This design comes from an exercise in tuning for small area and a short achievable clock period on the open sky130 flow, not from production work.

==> build 34: inputs <==
==> flow/design.v <==
module dec8b10b (
    input  wire [9:0] code,
    input  wire       rd_in,      
    output wire [7:0] data,
    output wire       k,
    output wire       cv,         
    output wire       rd_out
);
    wire [5:0] six  = code[5:0];
    wire [3:0] four = code[9:6];
    reg  [4:0] x;         
    reg        v6m, v6p;  
    reg        flip;      
    reg        k28;       
    reg        xa7m;      
    reg        xa7p;      
    reg        xk7;       
    reg        s6p, s6n;  
    localparam [64*14-1:0] TAB6 = {
        14'b11111001000010,
        14'b11110001000010,
        14'b11101001000010,
        14'b11100101100010,
        14'b11011001000010,
        14'b01111101000010,
        14'b00000101000010,
        14'b00111010000010,
        14'b10111001000010,
        14'b10000101000010,
        14'b11111101000010,
        14'b10100110010000,
        14'b11000101000010,
        14'b10010110010000,
        14'b10001110010000,
        14'b10000001000001,
        14'b01111001000010,
        14'b00001101000010,
        14'b00010101000010,
        14'b01100110000000,
        14'b00100101000010,
        14'b01010110000000,
        14'b01001110000000,
        14'b10111011000101,
        14'b01000101000010,
        14'b00110110000000,
        14'b00101110000000,
        14'b11011011000101,
        14'b00011110000000,
        14'b11101011000101,
        14'b11110011000101,
        14'b00000001000001,
        14'b11111001000010,
        14'b11110101000110,
        14'b11101101000110,
        14'b11100110000000,
        14'b11011101000110,
        14'b11010110000000,
        14'b11001110000000,
        14'b01000011000001,
        14'b10111101000110,
        14'b10110110000000,
        14'b10101110000000,
        14'b00100011000001,
        14'b10011110000000,
        14'b00010011000001,
        14'b00001011000001,
        14'b10000001000001,
        14'b01111001000010,
        14'b01110110001000,
        14'b01101110001000,
        14'b11000011000001,
        14'b01011110001000,
        14'b11111011000001,
        14'b10000011000001,
        14'b01000001000001,
        14'b00111100000001,
        14'b00000011000001,
        14'b01111011000001,
        14'b00100001000001,
        14'b11100011100001,
        14'b00010001000001,
        14'b00001001000001,
        14'b00000001000001
    };
    always @* {x, v6m, v6p, flip, k28, xa7m, xa7p, xk7, s6p, s6n} = TAB6[14*six +: 14];
    wire [3:0] fd = (six == 6'b000011) ? ~four : four;
    reg  [2:0] y;         
    reg        dm, dp;    
    reg        f4p, f4n;  
    localparam [16*3-1:0] TABY = {3'd0, 3'd7, 3'd0, 3'd3, 3'd4, 3'd2, 3'd1, 3'd7, 3'd7, 3'd6, 3'd5, 3'd4, 3'd3, 3'd0, 3'd7, 3'd0};
    localparam [16*4-1:0] TAB4 = {4'b0010, 4'b0010, 4'b1010, 4'b0110, 4'b1010, 4'b1100, 4'b1100, 4'b0001, 4'b0010, 4'b1100, 4'b1100, 4'b0101, 4'b1001, 4'b0101, 4'b0001, 4'b0001};
    always @* begin
        y = TABY[3*fd +: 3];
        {dm, dp, f4p, f4n} = TAB4[4*four +: 4];
    end
    wire p7m = four == 4'b0111, a7m = four == 4'b1110;    
    wire p7p = four == 4'b1000, a7p = four == 4'b0001;    
    wire ok4m = dm | (k28 ? a7m : ((p7m & !xa7m) | (a7m & (xa7m | xk7))));
    wire ok4p = dp | (k28 ? a7p : ((p7p & !xa7p) | (a7p & (xa7p | xk7))));
    wire ok_m = v6m & (flip ? ok4p : ok4m);
    wire ok_p = v6p & (flip ? ok4m : ok4p);
    assign cv   = rd_in ? !ok_p : !ok_m;
    assign k    = k28 | (xk7 & (a7m | a7p));
    assign data = {y, x};
    wire   rd6  = s6p | (rd_in & !s6n);
    assign rd_out = f4p | (rd6 & !f4n);
endmodule
module ring_rx_check (
    input  wire        clk,
    input  wire        rst,           
    input  wire        col_valid,     
    input  wire [39:0] col_code,      
    input  wire        los,           
    output reg         v_valid,       
    output reg  [3:0]  v_reason,      
    output reg  [9:0]  v_len,         
    output wire [95:0] v_hdr,         
    output reg  [15:0] cnt_good,
    output reg  [15:0] cnt_hcrc,
    output reg  [15:0] cnt_bad,
    output wire [63:0] cnt_cv         
);
    localparam [3:0] R_GOOD      = 4'd0;
    localparam [3:0] R_HCRC      = 4'd1;
    localparam [3:0] R_LL_BAD    = 4'd2;
    localparam [3:0] R_SHORT     = 4'd3;
    localparam [3:0] R_LONG      = 4'd4;
    localparam [3:0] R_UNALIGNED = 4'd5;
    localparam [3:0] R_TRAILER   = 4'd6;
    localparam [3:0] R_ENDBAD    = 4'd7;
    localparam [3:0] R_CONTROL   = 4'd8;
    localparam [3:0] R_LANEFAULT = 4'd9;
    localparam [7:0] K27_7 = 8'hFB;
    localparam [7:0] K29_7 = 8'hFD;
    localparam [7:0] K30_7 = 8'hFE;
    localparam [31:0] CRC32_RESIDUE = 32'hDEBB20E3;
    integer i, b;
    reg  [3:0]  rd;
    wire [31:0] dec_data;
    wire [3:0]  dec_k, dec_cv, rd_next;
    genvar g;
    generate
        for (g = 0; g < 4; g = g + 1) begin : lane
            dec8b10b u_dec (
                .code   (col_code[10*g +: 10]),
                .rd_in  (rd[g]),
                .data   (dec_data[8*g +: 8]),
                .k      (dec_k[g]),
                .cv     (dec_cv[g]),
                .rd_out (rd_next[g])
            );
        end
    endgenerate
    always @(posedge clk) begin
        if (rst)
            rd <= 4'b0000;
        else if (col_valid)
            rd <= rd_next;
    end
    reg  [31:0] d2;
    reg  [3:0]  k2, cv2;
    reg         v2, f2, r2;
    always @(posedge clk) begin
        d2  <= dec_data;
        k2  <= dec_k;
        cv2 <= dec_cv;
        v2  <= col_valid && !rst;
        f2  <= los && !rst;
        r2  <= rst;
    end
    reg [15:0] cv_cnt [0:3];
    always @(posedge clk) begin
        for (i = 0; i < 4; i = i + 1)
            if (rst)
                cv_cnt[i] <= 16'd0;
            else if (v2 && cv2[i] && cv_cnt[i] != 16'hFFFF)
                cv_cnt[i] <= cv_cnt[i] + 16'd1;
    end
    assign cnt_cv = {cv_cnt[3], cv_cnt[2], cv_cnt[1], cv_cnt[0]};
    reg [4:0] col_no;
    reg [4:0] ts1 [0:3];
    reg [4:0] ts2 [0:3];
    reg [4:0] ts3 [0:3];
    reg [1:0] live [0:3];
    reg [3:0] lane_fault;
    reg [1:0] live_now [0:3];     
    always @* begin
        for (i = 0; i < 4; i = i + 1) begin
            live_now[i] = live[i];
            if ((live[i] == 2'd1 && ts1[i] == col_no) ||
                (live[i] == 2'd2 && ts2[i] == col_no) ||
                (live[i] == 2'd3 && ts3[i] == col_no))
                live_now[i] = live[i] - 2'd1;
            lane_fault[i] = cv2[i] && live[i] == 2'd3 && ts3[i] != col_no;
        end
    end
    always @(posedge clk) begin
        if (r2) begin
            col_no <= 5'd0;
            for (i = 0; i < 4; i = i + 1)
                live[i] <= 2'd0;
        end else if (v2) begin
            col_no <= col_no + 5'd1;
            for (i = 0; i < 4; i = i + 1)
                if (lane_fault[i])
                    live[i] <= 2'd0;
                else if (cv2[i])
                    live[i] <= live_now[i] + 2'd1;
                else
                    live[i] <= live_now[i];
        end
        for (i = 0; i < 4; i = i + 1)
            if (v2 && cv2[i]) begin
                ts1[i] <= col_no;
                ts2[i] <= ts1[i];
                ts3[i] <= ts2[i];
            end
    end
    wire fault2 = f2 || (v2 && lane_fault != 4'b0000);
    reg [3:0] is_end, is_ctl, is_e30;
    reg       start2, end_seen, any_nd, first_ctl, first_e30;
    reg [1:0] first;
    always @* begin
        for (i = 0; i < 4; i = i + 1) begin
            is_end[i] = k2[i] && !cv2[i] &&
                        (d2[8*i +: 8] == K29_7 || d2[8*i +: 8] == K30_7);
            is_e30[i] = k2[i] && !cv2[i] && d2[8*i +: 8] == K30_7;
            is_ctl[i] = cv2[i] || (k2[i] && !is_end[i]);
        end
        start2   = k2 == 4'b1111 && cv2 == 4'b0000 &&
                   d2 == {K27_7, K27_7, K27_7, K27_7};
        end_seen = is_end != 4'b0000;
        any_nd   = (k2 | cv2) != 4'b0000;
        first     = 2'd0;
        first_ctl = is_ctl[0];
        first_e30 = is_e30[0];
        for (i = 3; i >= 0; i = i - 1)
            if (k2[i] || cv2[i]) begin
                first     = i;
                first_ctl = is_ctl[i];
                first_e30 = is_e30[i];
            end
    end
    reg [1:0]  hpos;
    reg [31:0] crc32;
    reg [15:0] crc16;    
    reg [79:0] hdr;      
    function [31:0] crc32_m;
        input [31:0] t;
        begin
            crc32_m[0] = ^(t & 32'h04D101DF);
            crc32_m[1] = ^(t & 32'h09A203BE);
            crc32_m[2] = ^(t & 32'h1344077D);
            crc32_m[3] = ^(t & 32'h26880EFA);
            crc32_m[4] = ^(t & 32'h4D101DF4);
            crc32_m[5] = ^(t & 32'h9A203BE9);
            crc32_m[6] = ^(t & 32'h3091760D);
            crc32_m[7] = ^(t & 32'h6122EC1A);
            crc32_m[8] = ^(t & 32'hC245D835);
            crc32_m[9] = ^(t & 32'h805AB1B5);
            crc32_m[10] = ^(t & 32'h046462B5);
            crc32_m[11] = ^(t & 32'h08C8C56A);
            crc32_m[12] = ^(t & 32'h11918AD4);
            crc32_m[13] = ^(t & 32'h232315A9);
            crc32_m[14] = ^(t & 32'h46462B53);
            crc32_m[15] = ^(t & 32'h8C8C56A6);
            crc32_m[16] = ^(t & 32'h1DC9AC92);
            crc32_m[17] = ^(t & 32'h3B935924);
            crc32_m[18] = ^(t & 32'h7726B249);
            crc32_m[19] = ^(t & 32'hEE4D6493);
            crc32_m[20] = ^(t & 32'hD84BC8F9);
            crc32_m[21] = ^(t & 32'hB446902D);
            crc32_m[22] = ^(t & 32'h6C5C2184);
            crc32_m[23] = ^(t & 32'hD8B84309);
            crc32_m[24] = ^(t & 32'hB5A187CC);
            crc32_m[25] = ^(t & 32'h6F920E46);
            crc32_m[26] = ^(t & 32'hDF241C8C);
            crc32_m[27] = ^(t & 32'hBA9938C7);
            crc32_m[28] = ^(t & 32'h71E37051);
            crc32_m[29] = ^(t & 32'hE3C6E0A3);
            crc32_m[30] = ^(t & 32'hC35CC098);
            crc32_m[31] = ^(t & 32'h826880EF);
        end
    endfunction
    function [15:0] crc16_x16;
        input [15:0] t;
        begin
            crc16_x16[0] = ^(t & 16'h1911);
            crc16_x16[1] = ^(t & 16'h3222);
            crc16_x16[2] = ^(t & 16'h6444);
            crc16_x16[3] = ^(t & 16'hC888);
            crc16_x16[4] = ^(t & 16'h9110);
            crc16_x16[5] = ^(t & 16'h3B31);
            crc16_x16[6] = ^(t & 16'h7662);
            crc16_x16[7] = ^(t & 16'hECC4);
            crc16_x16[8] = ^(t & 16'hD988);
            crc16_x16[9] = ^(t & 16'hB310);
            crc16_x16[10] = ^(t & 16'h6620);
            crc16_x16[11] = ^(t & 16'hCC40);
            crc16_x16[12] = ^(t & 16'h8191);
            crc16_x16[13] = ^(t & 16'h0322);
            crc16_x16[14] = ^(t & 16'h0644);
            crc16_x16[15] = ^(t & 16'h0C88);
        end
    endfunction
    wire [31:0] crc32_next = crc32_m(crc32 ^ d2);
    wire [15:0] crc16_base = hpos == 2'd0 ? 16'hFFFF : crc16;
    wire [15:0] crc16_half = crc16_x16(crc16_base ^ {d2[7:0], d2[15:8]});
    wire [15:0] crc16_col  = crc16_x16(crc16_half ^ {d2[23:16], d2[31:24]});
    always @(posedge clk) begin
        if (r2)
            hpos <= 2'd3;
        else if (v2) begin
            if (start2)
                hpos <= 2'd0;
            else if (hpos != 2'd3)
                hpos <= hpos + 2'd1;
        end
        if (v2) begin
            if (start2)
                crc32 <= 32'hFFFFFFFF;
            else
                crc32 <= crc32_next;
        end
        if (v2 && !start2) begin
            if (hpos == 2'd0) begin
                hdr[31:0] <= d2;
                crc16     <= crc16_col;
            end
            if (hpos == 2'd1) begin
                hdr[63:32] <= d2;
                crc16      <= crc16_col;
            end
            if (hpos == 2'd2) begin
                hdr[79:64] <= d2[15:0];
                crc16      <= crc16_half;
            end
        end
    end
    assign v_hdr = {crc16, hdr};
    wire       v3       = v2;
    wire       f3       = fault2;
    wire       start3   = start2;
    wire       end3     = end_seen;
    wire       nd3      = any_nd;
    wire [1:0] first3   = first;
    wire       ctl3     = first_ctl;
    wire       e30_3    = first_e30;
    wire       crc_ok3  = crc32 == CRC32_RESIDUE;
    wire       hcrc_ok3 = crc16_half == d2[31:16];
    reg        in_frame;
    reg        skip;         
    reg [7:0]  ncol;         
    wire [7:0] lmax_col = hdr[7] ^ hdr[6] ? 8'd132 : 8'd20;
    wire       ll_bad   = hdr[23] && (hdr[7:6] != 2'b11 || hdr[14:8] != 7'h7F);
    wire       too_long = ncol == lmax_col && !(nd3 && first3 == 2'd0);
    always @(posedge clk) begin
        if (r2) begin
            in_frame <= 1'b0;
            skip     <= 1'b0;
        end
        if (rst)
            v_valid <= 1'b0;
        else begin
            v_valid <= 1'b0;
            if (f3) begin
                if (in_frame) begin
                    v_valid  <= 1'b1;
                    v_reason <= R_LANEFAULT;
                    v_len    <= {ncol, 2'b00};
                    in_frame <= 1'b0;
                end
                skip <= 1'b0;
            end else if (v3 && skip) begin
                if (end3)
                    skip <= 1'b0;
            end else if (v3) begin
                if (in_frame) begin
                    if (too_long) begin
                        v_valid  <= 1'b1;
                        v_reason <= R_LONG;
                        v_len    <= {ncol, 2'b00};
                        in_frame <= 1'b0;
                        skip     <= !end3;
                    end else if (nd3) begin
                        v_valid  <= 1'b1;
                        v_len    <= {ncol, first3};
                        in_frame <= 1'b0;
                        if (ctl3)
                            v_reason <= R_CONTROL;
                        else if (ncol[7:2] == 6'd0)
                            v_reason <= R_SHORT;
                        else if (first3 != 2'd0)
                            v_reason <= R_UNALIGNED;
                        else if (e30_3)
                            v_reason <= R_ENDBAD;
                        else if (!crc_ok3)
                            v_reason <= R_TRAILER;
                        else
                            v_reason <= R_GOOD;
                    end else if (ncol == 8'd2 && (!hcrc_ok3 || ll_bad)) begin
                        v_valid  <= 1'b1;
                        v_reason <= hcrc_ok3 ? R_LL_BAD : R_HCRC;
                        v_len    <= 10'd12;
                        in_frame <= 1'b0;
                        skip     <= !hcrc_ok3;
                    end else begin
                        ncol <= ncol + 8'd1;
                    end
                end
                if (start3) begin
                    in_frame <= 1'b1;
                    ncol     <= 8'd0;
                end
            end
        end
    end
    always @(posedge clk) begin
        if (rst) begin
            cnt_good <= 16'd0;
            cnt_hcrc <= 16'd0;
            cnt_bad  <= 16'd0;
        end else if (v_valid) begin
            if (v_reason == R_GOOD) begin
                if (cnt_good != 16'hFFFF) cnt_good <= cnt_good + 16'd1;
            end else if (v_reason == R_HCRC) begin
                if (cnt_hcrc != 16'hFFFF) cnt_hcrc <= cnt_hcrc + 16'd1;
            end else begin
                if (cnt_bad != 16'hFFFF) cnt_bad <= cnt_bad + 16'd1;
            end
        end
    end
endmodule
==> flow/run.sh <==
#!/bin/bash
# synth_recipe.tcl (not shown) runs the flow's synth.tcl, then flattens the netlist and writes it again
# the make line also repeats each setting of config.mk as NAME=value (left out here)
make -C /OpenROAD-flow-scripts/flow DESIGN_CONFIG=/design/flow/config.mk WORK_HOME=/design/flow/orfs CLKGATE_MAP_FILE= SYNTH_SCRIPT=/design/flow/synth_recipe.tcl finish
==> flow/config.mk <==
export PLATFORM = sky130hd
export DESIGN_NAME = ring_rx_check
export DESIGN_NICKNAME = ring_rx_check
export VERILOG_FILES = /design/flow/design.v
export SDC_FILE = /design/flow/constraint.sdc
export NUM_CORES = 4
export LEC_CHECK = 0
export CAP_MARGIN = 20
export CORE_MARGIN = 2
export CORE_UTILIZATION = 40
export SLEW_MARGIN = 20
export SYNTH_MEMORY_MAX_BITS = 16384
==> flow/constraint.sdc <==
create_clock -name core_clock -period 11.0 [get_ports {clk}]
set_input_delay 2.2000 -clock core_clock [delete_from_list [all_inputs] [get_ports {clk}]]
set_output_delay 2.2000 -clock core_clock [all_outputs]
set_load 0.01 [all_outputs]
==> build 68 (differences from build 34) <==
==> flow/flow/run.sh (new file) <==
#!/bin/bash
# Standard layout (the standard.sh, unchanged synthesis and steps), with
# repair_timing asked for a larger setup margin so that the paths with slack
# to spare at the design's period are optimised too.  Every step's log is
# kept by ORFS under orfs/logs; make's own output goes to make.log.
set -euo pipefail
bash standard.sh SETUP_SLACK_MARGIN=7.7 finish > make.log 2>&1
==> flow/standard.sh (new file) <==
#!/bin/bash
# synth_recipe.tcl (not shown) runs the flow's synth.tcl, then flattens the netlist and writes it again
# the make line also repeats each setting of config.mk as NAME=value (left out here)
make -C /OpenROAD-flow-scripts/flow DESIGN_CONFIG=/design/flow/config.mk WORK_HOME=/design/flow/orfs CLKGATE_MAP_FILE= SYNTH_SCRIPT=/design/flow/synth_recipe.tcl "${@:-finish}"
removed: flow/run.sh
==> build 30 (differences from build 34) <==
--- a/flow/design.v
+++ b/flow/design.v
@@ -135,6 +135,14 @@
     localparam [7:0] K30_7 = 8'hFE;
     localparam [31:0] CRC32_RESIDUE = 32'hDEBB20E3;
     integer i, b;
+    reg  [39:0] c1;
+    reg         v1, f1, r1;
+    always @(posedge clk) begin
+        c1 <= col_code;
+        v1 <= col_valid && !rst;
+        f1 <= los && !rst;
+        r1 <= rst;
+    end
     reg  [3:0]  rd;
     wire [31:0] dec_data;
     wire [3:0]  dec_k, dec_cv, rd_next;
@@ -142,7 +150,7 @@
     generate
         for (g = 0; g < 4; g = g + 1) begin : lane
             dec8b10b u_dec (
-                .code   (col_code[10*g +: 10]),
+                .code   (c1[10*g +: 10]),
                 .rd_in  (rd[g]),
                 .data   (dec_data[8*g +: 8]),
                 .k      (dec_k[g]),
@@ -152,21 +160,20 @@
         end
     endgenerate
     always @(posedge clk) begin
-        if (rst)
+        if (r1)
             rd <= 4'b0000;
-        else if (col_valid)
+        else if (v1)
             rd <= rd_next;
     end
     reg  [31:0] d2;
     reg  [3:0]  k2, cv2;
-    reg         v2, f2, r2;
+    reg         v2, f2;
     always @(posedge clk) begin
         d2  <= dec_data;
         k2  <= dec_k;
         cv2 <= dec_cv;
-        v2  <= col_valid && !rst;
-        f2  <= los && !rst;
-        r2  <= rst;
+        v2  <= v1 && !rst;
+        f2  <= f1 && !rst;
     end
     reg [15:0] cv_cnt [0:3];
     always @(posedge clk) begin
@@ -195,7 +202,7 @@
         end
     end
     always @(posedge clk) begin
-        if (r2) begin
+        if (r1) begin
             col_no <= 5'd0;
             for (i = 0; i < 4; i = i + 1)
                 live[i] <= 2'd0;
@@ -282,33 +289,54 @@
             crc32_m[31] = ^(t & 32'h826880EF);
         end
     endfunction
-    function [15:0] crc16_x16;
-        input [15:0] t;
+    function [15:0] crc16_col_f;
+        input [47:0] v;
         begin
-            crc16_x16[0] = ^(t & 16'h1911);
-            crc16_x16[1] = ^(t & 16'h3222);
-            crc16_x16[2] = ^(t & 16'h6444);
-            crc16_x16[3] = ^(t & 16'hC888);
-            crc16_x16[4] = ^(t & 16'h9110);
-            crc16_x16[5] = ^(t & 16'h3B31);
-            crc16_x16[6] = ^(t & 16'h7662);
-            crc16_x16[7] = ^(t & 16'hECC4);
-            crc16_x16[8] = ^(t & 16'hD988);
-            crc16_x16[9] = ^(t & 16'hB310);
-            crc16_x16[10] = ^(t & 16'h6620);
-            crc16_x16[11] = ^(t & 16'hCC40);
-            crc16_x16[12] = ^(t & 16'h8191);
-            crc16_x16[13] = ^(t & 16'h0322);
-            crc16_x16[14] = ^(t & 16'h0644);
-            crc16_x16[15] = ^(t & 16'h0C88);
+            crc16_col_f[0] = ^(v & 48'h1119581C1C58);
+            crc16_col_f[1] = ^(v & 48'h2232B03838B0);
+            crc16_col_f[2] = ^(v & 48'h446460717160);
+            crc16_col_f[3] = ^(v & 48'h88C8C0E2E2C0);
+            crc16_col_f[4] = ^(v & 48'h109181C5C581);
+            crc16_col_f[5] = ^(v & 48'h313B5B97975B);
+            crc16_col_f[6] = ^(v & 48'h6276B62E2EB6);
+            crc16_col_f[7] = ^(v & 48'hC4EC6C5D5D6C);
+            crc16_col_f[8] = ^(v & 48'h88D9D9BABAD9);
+            crc16_col_f[9] = ^(v & 48'h10B3B37575B3);
+            crc16_col_f[10] = ^(v & 48'h206667EBEB67);
+            crc16_col_f[11] = ^(v & 48'h40CCCED6D6CE);
+            crc16_col_f[12] = ^(v & 48'h9181C5B1B1C5);
+            crc16_col_f[13] = ^(v & 48'h22038B63638B);
+            crc16_col_f[14] = ^(v & 48'h440616C7C716);
+            crc16_col_f[15] = ^(v & 48'h880C2C8E8E2C);
+        end
+    endfunction
+    function [15:0] crc16_half_f;
+        input [31:0] v;
+        begin
+            crc16_half_f[0] = ^(v & 32'h11191911);
+            crc16_half_f[1] = ^(v & 32'h22323222);
+            crc16_half_f[2] = ^(v & 32'h44646444);
+            crc16_half_f[3] = ^(v & 32'h88C8C888);
+            crc16_half_f[4] = ^(v & 32'h10919110);
+            crc16_half_f[5] = ^(v & 32'h313B3B31);
+            crc16_half_f[6] = ^(v & 32'h62767662);
+            crc16_half_f[7] = ^(v & 32'hC4ECECC4);
+            crc16_half_f[8] = ^(v & 32'h88D9D988);
+            crc16_half_f[9] = ^(v & 32'h10B3B310);
+            crc16_half_f[10] = ^(v & 32'h20666620);
+            crc16_half_f[11] = ^(v & 32'h40CCCC40);
+            crc16_half_f[12] = ^(v & 32'h91818191);
+            crc16_half_f[13] = ^(v & 32'h22030322);
+            crc16_half_f[14] = ^(v & 32'h44060644);
+            crc16_half_f[15] = ^(v & 32'h880C0C88);
         end
     endfunction
     wire [31:0] crc32_next = crc32_m(crc32 ^ d2);
     wire [15:0] crc16_base = hpos == 2'd0 ? 16'hFFFF : crc16;
-    wire [15:0] crc16_half = crc16_x16(crc16_base ^ {d2[7:0], d2[15:8]});
-    wire [15:0] crc16_col  = crc16_x16(crc16_half ^ {d2[23:16], d2[31:24]});
+    wire [15:0] crc16_col  = crc16_col_f({d2, crc16_base});
+    wire [15:0] crc16_half = crc16_half_f({d2[15:0], crc16});
     always @(posedge clk) begin
-        if (r2)
+        if (r1)
             hpos <= 2'd3;
         else if (v2) begin
             if (start2)
@@ -338,16 +366,20 @@
         end
     end
     assign v_hdr = {crc16, hdr};
-    wire       v3       = v2;
-    wire       f3       = fault2;
-    wire       start3   = start2;
-    wire       end3     = end_seen;
-    wire       nd3      = any_nd;
-    wire [1:0] first3   = first;
-    wire       ctl3     = first_ctl;
-    wire       e30_3    = first_e30;
-    wire       crc_ok3  = crc32 == CRC32_RESIDUE;
-    wire       hcrc_ok3 = crc16_half == d2[31:16];
+    reg       v3, f3, start3, end3, nd3, ctl3, e30_3, crc_ok3, hcrc_ok3;
+    reg [1:0] first3;
+    always @(posedge clk) begin
+        v3       <= v2 && !rst;
+        f3       <= fault2 && !rst;
+        start3   <= start2;
+        end3     <= end_seen;
+        nd3      <= any_nd;
+        first3   <= first;
+        ctl3     <= first_ctl;
+        e30_3    <= first_e30;
+        crc_ok3  <= crc32 == CRC32_RESIDUE;
+        hcrc_ok3 <= crc16_half == d2[31:16];
+    end
     reg        in_frame;
     reg        skip;         
     reg [7:0]  ncol;         
@@ -355,7 +387,7 @@
     wire       ll_bad   = hdr[23] && (hdr[7:6] != 2'b11 || hdr[14:8] != 7'h7F);
     wire       too_long = ncol == lmax_col && !(nd3 && first3 == 2'd0);
     always @(posedge clk) begin
-        if (r2) begin
+        if (r1) begin
             in_frame <= 1'b0;
             skip     <= 1'b0;
         end
==> qor summary <==
quantity                                                               build 34                 build 68                  build 30
Detail-routed via count per cell                                           5.33                     5.37                      5.37
Nets@finish                                                                2881                     3105                      3145
GRT Resource Usage Total                                                  21.2%                    22.2%                     21.3%
Clock buffers and inverters, area share                                   5.50%                    4.97%                     4.98%
Number of non-filler instances in the completed layout                     3586                     3811                      3914
Post-synthesis sequential area ratio                                      40.0%                    40.0%                     40.1%
Clock period minus worst slack                                          4.79 ns                  3.56 ns                   4.23 ns
PnR worst setup slack                                                   6.21 ns                  7.44 ns                   6.77 ns
Post-synthesis xor/xnor area fraction                                     24.6%                    24.6%                     25.0%
Setup clock skew after layout                                         0.0378 ns                0.0209 ns                 0.0499 ns
Path type of the worst setup path                       input port to flip-flop  input port to flip-flop  flip-flop to output port
Run status                                              complete, no violations  complete, no violations   complete, no violations
Die Y-Extent                                                             252 µm                   252 µm                    265 µm
Category of the worst setup path launch point                        input port               input port                 flip-flop
No run of this note included a check of the RTL's function; only the layout flow was run.

==> separate check: timing with driven ports <==
No port has a modelled driver above. Below, the same layouts with a new extraction and two added sets of constraints.
Step 1 sets driving cells, clkbuf_16 on the clock port and buf_2 on the other inputs (assumed; they add their load-dependent delay and slew).
Step 2 times the ports against the registers' clock, not the clock port: input delays grow and output delays shrink by t, the midpoint of the rising clock arrivals with the driver on.
Three values: ideal ports, drivers, drivers and shift; two values: the first two.
run | t (ns) | slack for setup (ns) | hold WS [ns] | slew at the worst register clock pin (ns) | cell pins on the clock port's net
build 34 | 0.646 | 6.215 / 6.246 / 5.600 | 0.446 / 0.446 / 0.446 | 0.07 / 0.07 | 1
build 68 | 0.643 | 7.439 / 7.426 / 6.783 | 0.470 / 0.470 / 0.470 | 0.06 / 0.06 | 1
build 30 | 0.657 | 6.768 / 6.706 / 6.986 | 0.446 / 0.446 / 0.446 | 0.07 / 0.07 | 1
After both steps every run listed still meets setup and hold. For build 68, which loses most, drivers alone change the setup slack by -0.013 ns; drivers and shift together by -0.656 ns.
